From an optimization exercise on the open Yosys and OpenROAD flow, aimed at small area, a short achievable clock period and few clock cycles per item; shortcuts taken in it are not production practice.
Only simulation tests tie the RTL to the original design; equivalence was not proved.
No driver is modelled on the clock port, so clock power and skew are understated where the tree is cut down; a real chip needs a root buffer or a tree.
Power is estimated from default activity; no workload was simulated.

==> harbor: inputs <==
==> flow/design.v <==
module echo_background (
    input  wire        clk,
    input  wire        rst,
    input  wire        in_valid,
    output wire        in_ready,
    input  wire [19:0] bin,
    input  wire [1:0]  size,        
    input  wire [4:0]  seg_k,       
    input  wire [9:0]  mult,        
    input  wire [9:0]  floor_cnt,   
    output reg         out_valid,
    input  wire        out_ready,
    output reg  [23:0] b16,
    output reg  [24:0] t16
);
    localparam [25:0] INF = 26'h3FFFFFF;    
    localparam B_IDLE = 3'd0, B_SUM = 3'd1, B_DIV = 3'd2, B_MUL0 = 3'd3,
               B_MUL = 3'd4, B_SQRT = 3'd5, B_FIN = 3'd6, B_OUT = 3'd7;
    reg [2:0]  bst;             
    reg [4:0]  cnt;             
    reg [10:0] bin_cnt;         
    reg [1:0]  cur_size;        
    reg        f_segend;        
    reg        f_seg0end;       
    reg        f_last;          
    reg        rdy;             
    assign in_ready = rdy;
    wire take = in_valid && rdy;
    wire [10:0] nxt      = bin_cnt + 11'd1;
    wire [10:0] seg_mask = (11'd8 << cur_size) - 11'd1;
    wire [10:0] last_bin = (11'd256 << cur_size) - 11'd1;
    wire        nxt_last = (nxt == last_bin) && !f_last;
    wire        rdy_n    = !((take ? nxt_last : f_last) && (bst != B_IDLE)
                             && !((bst == B_OUT) && out_ready));
    reg         rst_d;           
    reg  [4:0]  cur_seg_k;      
    wire [4:0]  cur_k    = (cur_seg_k == 5'd0) ? 5'd1 : (cur_seg_k > 5'd16) ? 5'd16 : cur_seg_k;
    reg [19:0] d_bin;
    reg        d_segend, d_first, d_last;
    reg [25:0] acc;
    wire [25:0] acc_next = acc + {6'b0, d_bin};
    reg        tgl;             
    reg [25:0] ring [0:15];
    reg [25:0] ca;
    reg [3:0]  cnta;
    reg        acta, firsta, inita;
    wire [25:0] ea  = firsta ? {26{inita}} : ring[15];
    wire        lta = acta && (ca < ea);
    wire        lda = d_segend && !tgl;
    reg [25:0] cb;
    reg [3:0]  cntb;
    reg        actb, lastb;
    wire [25:0] eb  = ring[7];
    wire        ltb = actb && (cb < eb);
    wire        ldb = d_segend && tgl;
    reg [4:0]  s2_k;
    reg [1:0]  s2_size;
    reg [9:0]  s2_mult;         
    reg        acc_on, acc_fin;
    reg [30:0] A;               
    reg [3:0]  R;               
    reg [19:0] H;               
    reg [19:0] MC;              
    reg [21:0] SR;              
    wire [4:0]  dtrial = {R, A[30]};
    wire [5:0]  ddiff  = {1'b0, dtrial} - {1'b0, s2_k};
    wire        dge    = !ddiff[5];
    wire        pbit   = (bst == B_SUM) ? s2_mult[0] : A[0];
    wire [20:0] hsum   = {1'b0, H} + {1'b0, MC};
    wire [20:0] psum   = pbit ? hsum : {1'b0, H};
    wire [23:0] strial = {SR, H[19:18]};
    wire [23:0] ssub   = {2'b00, MC, 2'b01};
    wire [24:0] sdiff  = {1'b0, strial} - {1'b0, ssub};
    wire        sge    = !sdiff[24];
    always @(posedge clk) begin
        if (rst) begin
            bin_cnt   <= 11'd0;
            f_segend  <= 1'b0;
            f_seg0end <= 1'b0;
            f_last    <= 1'b0;
            d_segend  <= 1'b0;
            d_first   <= 1'b0;
            d_last    <= 1'b0;
            tgl       <= 1'b0;
            acta      <= 1'b0;
            actb      <= 1'b0;
            firsta    <= 1'b0;
            rdy       <= 1'b1;
            bst       <= B_IDLE;
            acc_on    <= 1'b0;
            acc_fin   <= 1'b0;
        end else begin
            rdy      <= rdy_n;
            d_segend <= take && f_segend;
            d_first  <= take && f_seg0end;
            d_last   <= take && f_last;
            if (take) begin
                bin_cnt   <= f_last ? 11'd0 : nxt;
                f_segend  <= (nxt & seg_mask) == seg_mask;
                f_seg0end <= nxt == seg_mask;
                f_last    <= nxt == last_bin;
            end
            if (d_segend) tgl <= !tgl;
            if (acta && cnta == 4'd15) begin
                acta   <= 1'b0;
                firsta <= 1'b0;
            end
            if (lda) begin
                acta   <= 1'b1;
                firsta <= d_first;
            end
            if (actb && cntb == 4'd15) actb <= 1'b0;
            if (ldb) actb <= 1'b1;
            acc_on  <= actb && lastb;
            acc_fin <= actb && lastb && (cntb == 4'd15);
            case (bst)
                B_IDLE: if (take && f_last) bst <= B_SUM;
                B_SUM:  if (acc_fin) bst <= B_DIV;
                B_DIV:  if (cnt == 5'd1) bst <= B_MUL0;
                B_MUL0: bst <= B_MUL;
                B_MUL:  if (cnt == 5'd1) bst <= B_SQRT;
                B_SQRT: if (cnt == 5'd1) bst <= B_FIN;
                B_FIN:  bst <= B_OUT;
                B_OUT:  if (out_ready) bst <= B_IDLE;
                default: bst <= B_IDLE;
            endcase
        end
    end
    wire        t_idle = bst == B_IDLE;
    wire        t_mul0 = bst == B_MUL0;
    wire        t_fin  = bst == B_FIN;
    wire        t_hold = !(t_idle || t_mul0 || t_fin);
    wire [24:0] t_add  = t16 + (t_mul0 ? {1'b0, A[23:0]} : {5'd0, MC});
    always @(posedge clk) begin
        out_valid <= !rst && (t_fin || (out_valid && !out_ready));
        b16 <= ({24{t_mul0}} & A[23:0]) | ({24{!t_mul0}} & b16);
        t16 <= ({25{t_idle}} & {11'd0, floor_cnt, 4'd0})
             | ({25{t_mul0 || t_fin}} & t_add)
             | ({25{t_hold}} & t16);
    end
    integer i;
    always @(posedge clk) begin
        for (i = 1; i < 16; i = i + 1)
            if (i != 8) ring[i] <= ring[i-1];
        ring[0] <= lta ? ca : ea;
        ring[8] <= ltb ? cb : eb;
        if (bin_cnt == 11'd0) begin    
            cur_size <= size;
            cur_seg_k <= seg_k;
        end
        d_bin <= take ? bin : 20'd0;
        rst_d <= rst;
        acc   <= (d_segend || rst_d) ? 26'd0 : acc_next;
        if (lda) begin
            ca    <= acc_next;
            cnta  <= 4'd0;
            inita <= 1'b1;
        end else begin
            if (lta) ca <= ea;
            cnta  <= cnta + 4'd1;
            inita <= {1'b0, cnta + 4'd1} < cur_k;
        end
        if (ldb) begin
            cb    <= acc_next;
            cntb  <= 4'd0;
            lastb <= d_last;
        end else begin
            if (ltb) cb <= eb;
            cntb <= cntb + 4'd1;
        end
        case (bst)
            B_IDLE: begin
                s2_k    <= cur_k;
                s2_size <= size;
                s2_mult <= mult;
                A       <= 31'd0;
                MC      <= {10'd0, mult};
                H       <= 20'd0;
                cnt     <= 5'd10;
            end
            B_SUM: begin
                if (acc_on)
                    A <= A + {ring[8], 1'b0};
                if (cnt != 5'd0) begin    
                    H       <= psum[20:1];
                    s2_mult <= {psum[0], s2_mult[9:1]};
                    cnt     <= cnt - 5'd1;
                end
                if (acc_fin) begin
                    R   <= 4'd0;
                    cnt <= 5'd31 - {3'd0, s2_size};
                end
            end
            B_DIV: begin
                R   <= dge ? ddiff[3:0] : dtrial[3:0];
                A   <= {A[29:0], dge};
                cnt <= cnt - 5'd1;
            end
            B_MUL0: begin
                MC  <= {H[9:0], s2_mult};
                H   <= 20'd0;
                cnt <= 5'd24;
            end
            B_MUL: begin
                H       <= psum[20:1];
                A[23:0] <= {psum[0], A[23:1]};
                cnt     <= cnt - 5'd1;
                if (cnt == 5'd1) begin
                    SR  <= 22'd0;
                    MC  <= 20'd0;
                    cnt <= 5'd20;
                end
            end
            B_SQRT: begin
                SR      <= sge ? sdiff[21:0] : strial[21:0];
                MC      <= {MC[18:0], sge};
                H       <= {H[17:0], A[23:22]};
                A[23:0] <= {A[21:0], 2'b00};
                cnt     <= cnt - 5'd1;
            end
            default: ;
        endcase
    end
endmodule
==> flow/flow/run.sh <==
#!/bin/bash
# The standard layout (standard.sh: the same synthesis, floorplan, place,
# route and finish), with the SDC and its 12 ns clock unchanged, and two
# changes:
#  - repair_timing is asked for a setup margin, so the resizer works the
#    paths down to about 3.45 ns instead of stopping at 12 ns;
#  - the clock tree is built by flow/cts_tree.tcl (sourced as the PRE_CTS
#    hook): two levels of clkbuf_16, 4 roots fed by the clock port and 32
#    leaf buffers of about 23 flip-flops each, balanced by construction.
set -euo pipefail
here=$(pwd)
bash standard.sh SETUP_SLACK_MARGIN=8.55 PRE_CTS_TCL="$here/flow/cts_tree.tcl" \
  finish > make_finish.log 2>&1
==> flow/flow/cts_tree.tcl <==
# Clock tree built here in place of TritonCTS (sourced as the PRE_CTS hook of
# ORFS's cts.tcl; it replaces the clock_tree_synthesis command that cts.tcl
# then calls). The flip-flops are split by recursive bisection of their
# placement into 32 groups; each group gets one clkbuf_16 at its centre. The
# first two bisection levels give 4 quadrants; each quadrant gets a clkbuf_16
# root at the centre of its leaf buffers, fed from the clock port. Every
# flip-flop sees the same two buffers between the clock port and its pin.

proc cts_tree_split { pts depth } {
  # pts: list of {x y iterm}; returns a nested list of groups, 2^depth leaves
  if { $depth == 0 } { return [list $pts] }
  set xs {}; set ys {}
  foreach p $pts { lappend xs [lindex $p 0]; lappend ys [lindex $p 1] }
  set xs [lsort -integer $xs]; set ys [lsort -integer $ys]
  set dx [expr {[lindex $xs end] - [lindex $xs 0]}]
  set dy [expr {[lindex $ys end] - [lindex $ys 0]}]
  set k [expr {$dx >= $dy ? 0 : 1}]
  set s [lsort -integer -index $k $pts]
  set h [expr {[llength $s] / 2}]
  return [concat [cts_tree_split [lrange $s 0 [expr {$h - 1}]] [expr {$depth - 1}]] \
                 [cts_tree_split [lrange $s $h end] [expr {$depth - 1}]]]
}

proc cts_tree_centre { pts } {
  set sx 0; set sy 0
  foreach p $pts { set sx [expr {$sx + [lindex $p 0]}]; set sy [expr {$sy + [lindex $p 1]}] }
  set n [llength $pts]
  return [list [expr {$sx / $n}] [expr {$sy / $n}]]
}

proc cts_tree_buffer { block master name x y innet outname } {
  set inst [odb::dbInst_create $block $master $name]
  set site 460
  set x [expr {($x / $site) * $site}]
  $inst setLocation $x $y
  $inst setPlacementStatus PLACED
  set out [odb::dbNet_create $block $outname]
  $out setSigType CLOCK
  [$inst findITerm A] connect $innet
  [$inst findITerm X] connect $out
  return $out
}

proc cts_tree_build { } {
  set block [ord::get_db_block]
  set master [[ord::get_db] findMaster sky130_fd_sc_hd__clkbuf_16]
  set clk [$block findNet clk]
  set pts {}
  foreach it [$clk getITerms] {
    set inst [$it getInst]
    set loc [$inst getLocation]
    set w [[$inst getMaster] getWidth]
    set hgt [[$inst getMaster] getHeight]
    lappend pts [list [expr {[lindex $loc 0] + $w / 2}] [expr {[lindex $loc 1] + $hgt / 2}] $it]
  }
  set leaves [cts_tree_split $pts 5]
  set nl 0
  for {set q 0} {$q < 4} {incr q} {
    set group [lrange $leaves [expr {$q * 8}] [expr {$q * 8 + 7}]]
    set cs {}
    foreach g $group { lappend cs [cts_tree_centre $g] }
    set rc [cts_tree_centre $cs]
    set rnet [cts_tree_buffer $block $master clkbuf_root_$q [lindex $rc 0] [lindex $rc 1] $clk clknet_root_$q]
    foreach g $group c $cs {
      set lnet [cts_tree_buffer $block $master clkbuf_leaf_$nl [lindex $c 0] [lindex $c 1] $rnet clknet_leaf_$nl]
      foreach p $g {
        set it [lindex $p 2]
        $it disconnect
        $it connect $lnet
      }
      incr nl
    }
  }
  global_connect
  set_propagated_clock [all_clocks]
  puts "cts_tree: 4 roots, $nl leaf buffers, [llength $pts] sinks"
}

rename clock_tree_synthesis cts_tree_unused
proc clock_tree_synthesis { args } { cts_tree_build }
==> flow/standard.sh <==
#!/bin/bash
# synth_recipe.tcl (not shown) runs the flow's synth.tcl, then flattens the netlist and writes it again
# the make line also repeats each setting of config.mk as NAME=value (left out here)
make -C /OpenROAD-flow-scripts/flow DESIGN_CONFIG=/design/flow/config.mk WORK_HOME=/design/flow/orfs CLKGATE_MAP_FILE= SYNTH_SCRIPT=/design/flow/synth_recipe.tcl "${@:-finish}"
==> flow/config.mk <==
export PLATFORM = sky130hd
export DESIGN_NAME = echo_background
export DESIGN_NICKNAME = echo_background
export VERILOG_FILES = /design/flow/design.v
export SDC_FILE = /design/flow/constraint.sdc
export NUM_CORES = 4
export LEC_CHECK = 0
export CAP_MARGIN = 20
export CORE_MARGIN = 2
export CORE_UTILIZATION = 60
export SLEW_MARGIN = 20
==> flow/constraint.sdc <==
create_clock -name core_clock -period 12.0 [get_ports {clk}]
set_input_delay 2.4000 -clock core_clock [delete_from_list [all_inputs] [get_ports {clk}]]
set_output_delay 2.4000 -clock core_clock [all_outputs]
set_load 0.01 [all_outputs]
==> quartz (differences from harbor) <==
CORE_UTILIZATION = 40   (was 60)
==> nickel (differences from harbor) <==
--- a/flow/design.v
+++ b/flow/design.v
@@ -29,10 +29,8 @@
     wire [10:0] nxt      = bin_cnt + 11'd1;
     wire [10:0] seg_mask = (11'd8 << cur_size) - 11'd1;
     wire [10:0] last_bin = (11'd256 << cur_size) - 11'd1;
-    wire        nxt_last = (nxt == last_bin) && !f_last;
-    wire        rdy_n    = !((take ? nxt_last : f_last) && (bst != B_IDLE)
-                             && !((bst == B_OUT) && out_ready));
-    reg         rst_d;           
+    wire        f_last_n = take ? (nxt == last_bin) : f_last;
+    wire        busy_n   = (bst == B_IDLE) ? (take && f_last) : !(bst == B_OUT && out_ready);
     reg  [4:0]  cur_seg_k;      
     wire [4:0]  cur_k    = (cur_seg_k == 5'd0) ? 5'd1 : (cur_seg_k > 5'd16) ? 5'd16 : cur_seg_k;
     reg [19:0] d_bin;
@@ -66,8 +64,7 @@
     wire [5:0]  ddiff  = {1'b0, dtrial} - {1'b0, s2_k};
     wire        dge    = !ddiff[5];
     wire        pbit   = (bst == B_SUM) ? s2_mult[0] : A[0];
-    wire [20:0] hsum   = {1'b0, H} + {1'b0, MC};
-    wire [20:0] psum   = pbit ? hsum : {1'b0, H};
+    wire [20:0] psum   = {1'b0, H} + (pbit ? {1'b0, MC} : 21'd0);
     wire [23:0] strial = {SR, H[19:18]};
     wire [23:0] ssub   = {2'b00, MC, 2'b01};
     wire [24:0] sdiff  = {1'b0, strial} - {1'b0, ssub};
@@ -90,7 +87,7 @@
             acc_on    <= 1'b0;
             acc_fin   <= 1'b0;
         end else begin
-            rdy      <= rdy_n;
+            rdy      <= !(f_last_n && busy_n);
             d_segend <= take && f_segend;
             d_first  <= take && f_seg0end;
             d_last   <= take && f_last;
@@ -149,8 +146,7 @@
             cur_seg_k <= seg_k;
         end
         d_bin <= take ? bin : 20'd0;
-        rst_d <= rst;
-        acc   <= (d_segend || rst_d) ? 26'd0 : acc_next;
+        acc   <= (d_segend || rst) ? 26'd0 : acc_next;
         if (lda) begin
             ca    <= acc_next;
             cnta  <= 4'd0;
==> flow/flow/run.sh (replaced) <==
#!/bin/bash
# The standard layout (standard.sh: the same synthesis, floorplan, place,
# route and finish) with two changes that keep the SDC and its 12 ns clock:
#  - repair_timing is asked for a setup margin, so the resizer works the
#    paths down to about 3.6 ns instead of stopping at 12 ns;
#  - the clock tree clusters up to 30 flip-flops (60 um) per leaf buffer and
#    inserts no dummy loads, which halves the clock buffers.
set -euo pipefail
bash standard.sh SETUP_SLACK_MARGIN=8.4 \
  "CTS_ARGS=-sink_clustering_enable -repair_clock_nets -sink_clustering_size 30 -sink_clustering_max_diameter 60 -dont_use_dummy_load" \
  finish > make_finish.log 2>&1
CORE_UTILIZATION = 40   (was 60)
removed: flow/flow/cts_tree.tcl
==> summary.txt <==
Outcome
The run finished, with violations left. A clean result was blocked by max-capacitance violations, max-slew violations.

STA
The minimum hold slack is 0.264 ns. The minimum setup slack in the final design is 8.34 ns. The number of pins with negative max-slew slack in the final report came to 5.

Routing
The total wire length is 68800 microns. The average wire length per cell after detail routing is 18.7 microns. Summed over all nets, wire length on met2 after detailed routing comes to 31200 microns.

Floorplan
In this run the vertical extent of the chip is 273 microns. The overall die width is 273 microns. The initial utilization of the core area, before any placement, comes to 40.5%.

Cells and area
The footprint of the multi-input gates is 11700 sq um.

Run
Max-cap violations in this run came to 1.

GRT
The wire length of the first global-routing pass is 106000 microns.
the above is filed under nickel

==> summary.txt <==
Cells and area
The footprint of the multi-input gates is 12000 sq um. By area, sequential cells come first.

Floorplan
The initial standard-cell utilization of the core is 60.3%. The overall die width is 225 microns. The floorplan step set the die height to 225 microns.

CTS
In this run, post-CTS repair resized a total of 183 instances.

Power
The total power of the final layout is 5.35 mW.

Critical path
The number of cell instances on the worst register-to-register path is 16.

STA
The minimum hold slack is 0.321 ns. The number of pins with negative max-slew slack in the final report is 0.

Run
Max-cap violations in this run came to 0.

GRT
The first global-routing pass estimated 107000 microns of wire.

Outcome
The run finished with no timing, DRC or antenna violations.

Logic synthesis
The cell count after synthesis came out at 2701.
the above is filed under harbor

==> summary.txt <==
Outcome
The flow ran to the end and the layout has no timing, DRC or antenna violations.

Floorplan
The initial standard-cell utilization of the core is 40.3%. The height of the chip is 275 microns.

Routing
The total wire length is 71300 microns. The average wire length per cell after detail routing is 19.0 microns. The met2 wire length is 32500 microns.

Run
Max-cap violations in this run came to 0.

STA
After layout, the worst setup slack is 8.57 ns. The number of pins with negative max-slew slack in the final report is 0.
the above is filed under quartz

Testbench counts of harbor, summed over its fixed seeds: cycles 40,445, histograms 96.
Testbench counts of quartz, summed over its fixed seeds: cycles 40,445, histograms 96.
Testbench counts of nickel, summed over its fixed seeds: cycles 40,445, histograms 96.
In harbor and quartz the design's own scripts or RTL, not TritonCTS, make the clock network.

static timing again, ports no longer ideal:
How much do the figures lean on ideal ports? The routed layouts below were timed once more, with nothing changed but the port constraints.
Step 1, drivers: a clkbuf_16 drives clk and a buf_2 each remaining input, both assumed.
Step 2 adds t to the input delays and takes it off the output delays; t is the mean of the earliest and latest rising clock arrival at the registers after step 1. Input paths then give back, and output paths get back, about the clock's delay inside the block.
Three values: no drivers, after step 1, after step 2; two values: the first two.
run	t (ns)	slack for setup (ns)	slew at the worst register clock pin (ns)
harbor	0.494	8.559 / 8.442 / 8.270	0.11 / 0.11
quartz	0.506	8.569 / 8.443 / 8.264	0.10 / 0.10
nickel	0.651	8.345 / 8.283 / 7.995	0.10 / 0.10
The setup slack of nickel, which loses most, moves by -0.062 ns with the drivers and by -0.350 ns with both steps.
